Context: an optimization exercise on an open-source flow, tuned for small area and a short achievable clock period. The choices shown serve that exercise and are no tape-out recipe. Only simulation tests tie the RTL to the original design; equivalence was not proved. Power is estimated from default activity; no workload was simulated.

==> inputs of job 4878 <==
// enc_top
module enc_top (
    input  wire        clk,
    input  wire        rst,           
    input  wire        en,            
    input  wire [7:0]  filt_n,        
    input  wire        invert,        
    input  wire        enc_a,
    input  wire        enc_b,
    input  wire        clr_unc,       
    output reg  [47:0] count,         
    output wire [55:0] p256,          
    output wire        fwd,           
    output wire        still,         
    output wire [23:0] deff,          
    output reg  [23:0] delta,         
    output reg         uncertain,     
    output reg  [23:0] ill_count      
);
==> flow/config.mk <==
export PLATFORM = sky130hd
export DESIGN_NAME = enc_top
export DESIGN_NICKNAME = enc_top
export VERILOG_FILES = /design/flow/design.v
export SDC_FILE = /design/flow/constraint.sdc
export NUM_CORES = 4
export LEC_CHECK = 0
export CAP_MARGIN = 20
export CORE_MARGIN = 2
export CORE_UTILIZATION = 40
export SLEW_MARGIN = 20
==> flow/constraint.sdc <==
create_clock -name core_clock -period 110.0 [get_ports {clk}]
set_input_delay 22.0000 -clock core_clock [delete_from_list [all_inputs] [get_ports {clk}]]
set_output_delay 22.0000 -clock core_clock [all_outputs]
set_load 0.01 [all_outputs]
standard.sh (not shown) runs the stock make flow with config.mk's settings and CLKGATE_MAP_FILE= SYNTH_SCRIPT=/design/flow/synth_recipe.tcl, a recipe that flattens the netlist after the stock synthesis.
==> flow/flow/run.sh <==
#!/bin/bash
# The standard layout, with plain buffers on the ports instead of the
# delay cell buffer_ports picks by default, and a clock tree of smaller
# buffers without dummy loads. Each tool's output goes to its own log
# here; ORFS keeps its step logs under orfs/logs.
set -euo pipefail
export BUFFER_PORTS_ARGS="-buffer_cell sky130_fd_sc_hd__buf_2"
export CTS_ARGS="-sink_clustering_enable -repair_clock_nets -dont_use_dummy_load -buf_list sky130_fd_sc_hd__clkbuf_8 -sink_clustering_size 16 -sink_clustering_max_diameter 60"
bash standard.sh > standard.log 2>&1
==> inputs of job 2506, as changes to job 4878 <==
--- a/flow/design.v
+++ b/flow/design.v
@@ -8,15 +8,22 @@
     output wire       qual      
 );
     reg  [7:0] run_q;
     wire       diff = in ^ out_q;
     wire       at_n = (run_q == y);
     assign qual = step && diff && at_n;
+    wire [8:0] rc;
     wire [7:0] run_inc;
-    wire       run_co;
-    enc_inc #(.W(8)) u_inc (.a(run_q), .ci(1'b1), .s(run_inc), .co(run_co));
+    assign rc[0] = 1'b1;
+    genvar i;
+    generate
+        for (i = 0; i < 8; i = i + 1) begin : g_inc
+            assign run_inc[i] = run_q[i] ^ rc[i];
+            assign rc[i+1]    = run_q[i] & rc[i];
+        end
+    endgenerate
     always @(posedge clk) begin
         if (load) begin
             out_q <= in;
             run_q <= 8'd0;
         end else if (step) begin
             if (qual)
@@ -58,29 +65,12 @@
     wire [W-1:0] s;
     wire         co;
     enc_rca #(.W(W)) u_sub (.a(t), .b(~d), .ci(1'b1), .s(s), .co(co));
     assign b  = hz & co;
     assign rn = b ? s : t;
 endmodule
-module enc_inc #(parameter W = 8) (
-    input  wire [W-1:0] a,
-    input  wire         ci,
-    output wire [W-1:0] s,
-    output wire         co
-);
-    wire [W:0] c;
-    assign c[0] = ci;
-    genvar i;
-    generate
-        for (i = 0; i < W; i = i + 1) begin : g_bit
-            assign s[i]   = a[i] ^ c[i];
-            assign c[i+1] = a[i] & c[i];
-        end
-    endgenerate
-    assign co = c[W];
-endmodule
 module enc_top (
     input  wire        clk,
     input  wire        rst,           
     input  wire        en,            
     input  wire [7:0]  filt_n,        
     input  wire        invert,        
@@ -96,40 +86,40 @@
     output reg         uncertain,     
     output reg  [23:0] ill_count      
 );
     localparam [23:0] M24 = 24'hFFFFFF;
     genvar i;
     reg  [7:0] n_q;
-    wire [7:0] nm1_n;
-    wire       n_zero;
-    enc_inc #(.W(8)) u_nm1 (.a(~n_q), .ci(1'b1), .s(nm1_n), .co(n_zero));
-    wire [7:0] y = n_zero ? 8'd0 : ~nm1_n;
+    wire [8:0] nz;                  
+    wire [7:0] y;                   
+    assign nz[0] = 1'b1;
+    generate
+        for (i = 0; i < 8; i = i + 1) begin : g_y
+            assign nz[i+1] = nz[i] & ~n_q[i];
+            assign y[i]    = (n_q[i] ^ nz[i]) & ~nz[8];
+        end
+    endgenerate
     reg  en_q;
     wire load = en && !en_q;
     wire step = en && en_q;
     wire fa, fb, qa, qb;
     enc_filter u_fa (.clk(clk), .load(load), .step(step), .y(y),
                      .in(enc_a), .out_q(fa), .qual(qa));
     enc_filter u_fb (.clk(clk), .load(load), .step(step), .y(y),
                      .in(enc_b), .out_q(fb), .qual(qb));
     reg  dir_known, rev_q, after_ill, valid, dmax;
-    wire fwd_a    = !(fa ^ fb) ^ invert;             
-    wire same_a   = fwd_a ^ rev_q;                   
-    wire known    = !after_ill && dir_known;
     wire illegal  = qa && qb;
     wire legal    = qa ^ qb;
-    wire step_fwd = qa ? fwd_a : !fwd_a;
-    wire good     = known && (qa ? same_a : !same_a);
+    wire step_fwd = (fa ^ fb ^ qa) ^ invert;
+    wire good     = !after_ill && dir_known && (step_fwd == !rev_q);
     wire vedge    = legal && good;
     reg  [23:0] g_q;
-    wire [24:0] g_inc;
-    enc_inc #(.W(24)) u_ginc (.a(g_q), .ci(1'b1), .s(g_inc[23:0]), .co(g_inc[24]));
+    wire [24:0] g_inc = {1'b0, g_q} + 25'd1;
     wire [23:0] g_nxt = g_inc[24] ? M24 : g_inc[23:0];
     reg  [23:0] m_q;
-    wire [24:0] m_inc;
-    enc_inc #(.W(24)) u_minc (.a(m_q), .ci(1'b1), .s(m_inc[23:0]), .co(m_inc[24]));
+    wire [24:0] m_inc = {1'b0, m_q} + 25'd1;
     reg  [7:0] tk_s;
     reg  [8:0] tk_t;
     reg  [7:0] tb_s;
     reg  [8:0] tb_t;
     always @(*) begin
         case (g_inc[3:0])
@@ -157,20 +147,15 @@
     enc_rca #(.W(9)) u_tkd (.a(tk_t), .b(~{1'b0, tk_s}), .ci(1'b1),
                             .s(tk_d), .co(tk_ge));
     wire [8:0] tk_w;
     wire       tk_wc;
     enc_rca #(.W(9)) u_tkw (.a(tk_d), .b(g_inc[8:0]), .ci(1'b0),
                             .s(tk_w), .co(tk_wc));
-    wire [7:0] tk_sm1_n;
-    wire       tk_sm1_c;
-    enc_inc #(.W(8)) u_tks (.a(~tk_s), .ci(1'b1), .s(tk_sm1_n), .co(tk_sm1_c));
-    wire [7:0] tk_s_n = tk_small ? tb_s : (tk_ge ? tk_s : ~tk_sm1_n);
+    wire [7:0] tk_s_n = tk_small ? tb_s : (tk_ge ? tk_s : tk_s - 8'd1);
     wire [8:0] tk_t_n = tk_small ? tb_t : (tk_ge ? tk_d : tk_w);
-    wire [24:0] g_p2;
-    assign g_p2[0] = g_q[0];
-    enc_inc #(.W(23)) u_gp2 (.a(g_q[23:1]), .ci(1'b1), .s(g_p2[23:1]), .co(g_p2[24]));
+    wire [24:0] g_p2 = {1'b0, g_q} + 25'd2;
     wire [2:0]  d1_q;
     wire [10:0] d1_r;
     enc_div1 u_d1 (.y(y), .d(g_p2), .q(d1_q), .r(d1_r));
     reg  [2:0]  p1_q;
     reg  [10:0] p1_r;
     wire [2:0]  d2_q;
@@ -195,14 +180,13 @@
     reg  [7:0]  st_s;
     reg  [8:0]  st_t;
     wire [8:0]  rs_lo;
     wire        rs_c;
     enc_rca #(.W(9)) u_rsl (.a(rem_q[8:0]), .b(st_t), .ci(1'b0),
                             .s(rs_lo), .co(rs_c));
-    wire [15:0] rs_hi;
-    enc_inc #(.W(15)) u_rsh (.a(rem_q[23:9]), .ci(rs_c), .s(rs_hi[14:0]), .co(rs_hi[15]));
+    wire [15:0] rs_hi = {1'b0, rem_q[23:9]} + {15'd0, rs_c};
     wire [24:0] rsum  = {rs_hi, rs_lo};
     wire [24:0] rsub;
     wire        rc;
     enc_rca #(.W(25)) u_rsb (.a(rsum), .b(~{1'b0, delta}), .ci(1'b1),
                              .s(rsub), .co(rc));
     wire [7:0]  qs;
@@ -273,33 +257,30 @@
                 dir_known <= 1'b0;
                 rev_q     <= 1'b0;
                 valid     <= 1'b0;
             end else if (step) begin
                 if (illegal) begin
                     uncertain <= 1'b1;
-                    if (!ill_inc[24])
-                        ill_count <= ill_inc[23:0];
+                    if (ill_count != M24)
+                        ill_count <= ill_count + 24'd1;
                 end else if (legal) begin
-                    count     <= step_fwd ? c_p1 : count ^ c_dn;
+                    count     <= count ^ (step_fwd ? c_up : c_dn);
                     valid     <= good;
                     dir_known <= 1'b1;
                     rev_q     <= !step_fwd;
                 end
             end
         end
     end
-    wire [24:0] ill_inc;
-    enc_inc #(.W(24)) u_ill (.a(ill_count), .ci(1'b1), .s(ill_inc[23:0]), .co(ill_inc[24]));
-    wire [47:0] c_p1;
-    wire        c_p1c;
-    enc_inc #(.W(48)) u_cp1 (.a(count),  .ci(1'b1), .s(c_p1),  .co(c_p1c));
-    wire [47:0] c_dn;
+    wire [47:0] c_up, c_dn;
+    assign c_up[0] = 1'b1;
     assign c_dn[0] = 1'b1;
     generate
-        for (i = 1; i < 48; i = i + 1) begin : g_cdn
-            assign c_dn[i] = ~|count[i-1:0];
+        for (i = 1; i < 48; i = i + 1) begin : g_cnt
+            assign c_up[i] = c_up[i-1] & count[i-1];
+            assign c_dn[i] = c_dn[i-1] & ~count[i-1];
         end
     endgenerate
     wire        fon  = valid && !dmax;
     wire [7:0]  frac = fon ? frac_q : 8'd0;
     wire [8:0]  fo;
     assign fo[0] = 1'b0;
==> flow/run.sh (new file) <==
#!/bin/bash
# synth_recipe.tcl (not shown) runs the flow's synth.tcl, then flattens the netlist and writes it again
# the make line also repeats each setting of config.mk as NAME=value (left out here)
make -C /OpenROAD-flow-scripts/flow DESIGN_CONFIG=/design/flow/config.mk WORK_HOME=/design/flow/orfs CLKGATE_MAP_FILE= SYNTH_SCRIPT=/design/flow/synth_recipe.tcl finish
Settings changed: CTS_BUF_LIST set to sky130_fd_sc_hd__clkbuf_8, CTS_CLUSTER_DIAMETER set to 60, CTS_CLUSTER_SIZE set to 16.
removed: flow/flow/run.sh
removed: flow/standard.sh
==> inputs of job 2105, as changes to job 4878 <==
--- a/flow/flow/run.sh
+++ b/flow/flow/run.sh
@@ -3,7 +3,8 @@
 # delay cell buffer_ports picks by default, and a clock tree of smaller
 # buffers without dummy loads. Each tool's output goes to its own log
 # here; ORFS keeps its step logs under orfs/logs.
 set -euo pipefail
 export BUFFER_PORTS_ARGS="-buffer_cell sky130_fd_sc_hd__buf_2"
 export CTS_ARGS="-sink_clustering_enable -repair_clock_nets -dont_use_dummy_load -buf_list sky130_fd_sc_hd__clkbuf_8 -sink_clustering_size 16 -sink_clustering_max_diameter 60"
+export SETUP_SLACK_MARGIN=85
 bash standard.sh > standard.log 2>&1
==> run summary <==
status timing/DRC/antenna clean; end of the critical path p256[55]; register fraction of the total cell area 25.9%; reg2reg end p2_r[2]; row count 84; global-route usage over all layers 23.1%; f_max 38.0 MHz; Adder-Cell Fraction of Synth Area 15.8%; Starting Density 40.4%; worst slew pin tran 1.10 ns; Nets 2685; RSZ-0062 raised after global routing no; WL met1 28300 µm; Power Total 457 µW; PwrDens 18.6 nW/µm²; final cell count without fillers 3201; Final clock-cell share 3.50%; Crit. Startpoint count[8]; Clock Buffer Count 39; Seq/Total Area, Yosys 29.9%
The numbers above come from job 2506.

==> run summary <==
worst slew pin tran 1.15 ns; Final clock-cell share 1.72%; Crit. Startpoint count[0]; WL met1 26200 µm; Seq/Total Area, Yosys 31.2%; global-route usage over all layers 22.1%; register fraction of the total cell area 27.5%; final cell count without fillers 2971; reg2reg end p2_r[4]; Adder-Cell Fraction of Synth Area 26.2%; f_max 39.6 MHz; PwrDens 15.3 nW/µm²; Nets 2659; status timing/DRC/antenna clean
The numbers above come from job 2105.

==> run summary <==
DIE HEIGHT 230 µm; global-route usage over all layers 22.0%; row count 82; Starting Density 40.5%; PwrDens 15.9 nW/µm²; worst slew pin tran 1.19 ns; Power Total 355 µW; Crit. Startpoint rev_q; Clock Buffer Count 30; Adder-Cell Fraction of Synth Area 26.2%; final cell count without fillers 2925; Final clock-cell share 1.85%; status timing/DRC/antenna clean; WL met1 25700 µm; reg2reg end p2_r[3]; end of the critical path p256[37]; register fraction of the total cell area 28.5%; Nets 2613
The numbers above come from job 4878.

==> what the ideal ports hide <==
In the flow no input, the clock included, has a driving cell. The finished layouts below were timed again as built, in two steps.
Step 1 assumes that a clkbuf_16 drives the clock port and a buf_2 every other input.
Step 2, shift: input delay + t, output delay - t, t = (earliest + latest rising clock arrival at the registers) / 2. This alone moves slack from input paths to output paths.
Slacks: ideal ports / drivers / drivers and shift; pairs: ideal ports / drivers.
run	shift t [ns]	setup slack, ns	pins driven straight from the clock port
job 4878	0.671	83.880 / 83.829 / 83.839	1
job 2506	0.658	83.665 / 83.611 / 83.499	1
job 2105	0.662	84.719 / 84.664 / 84.666	1
After both steps every run listed still meets setup and hold. For job 2506, which loses most, drivers alone change the setup slack by -0.054 ns; drivers and shift together by -0.166 ns.
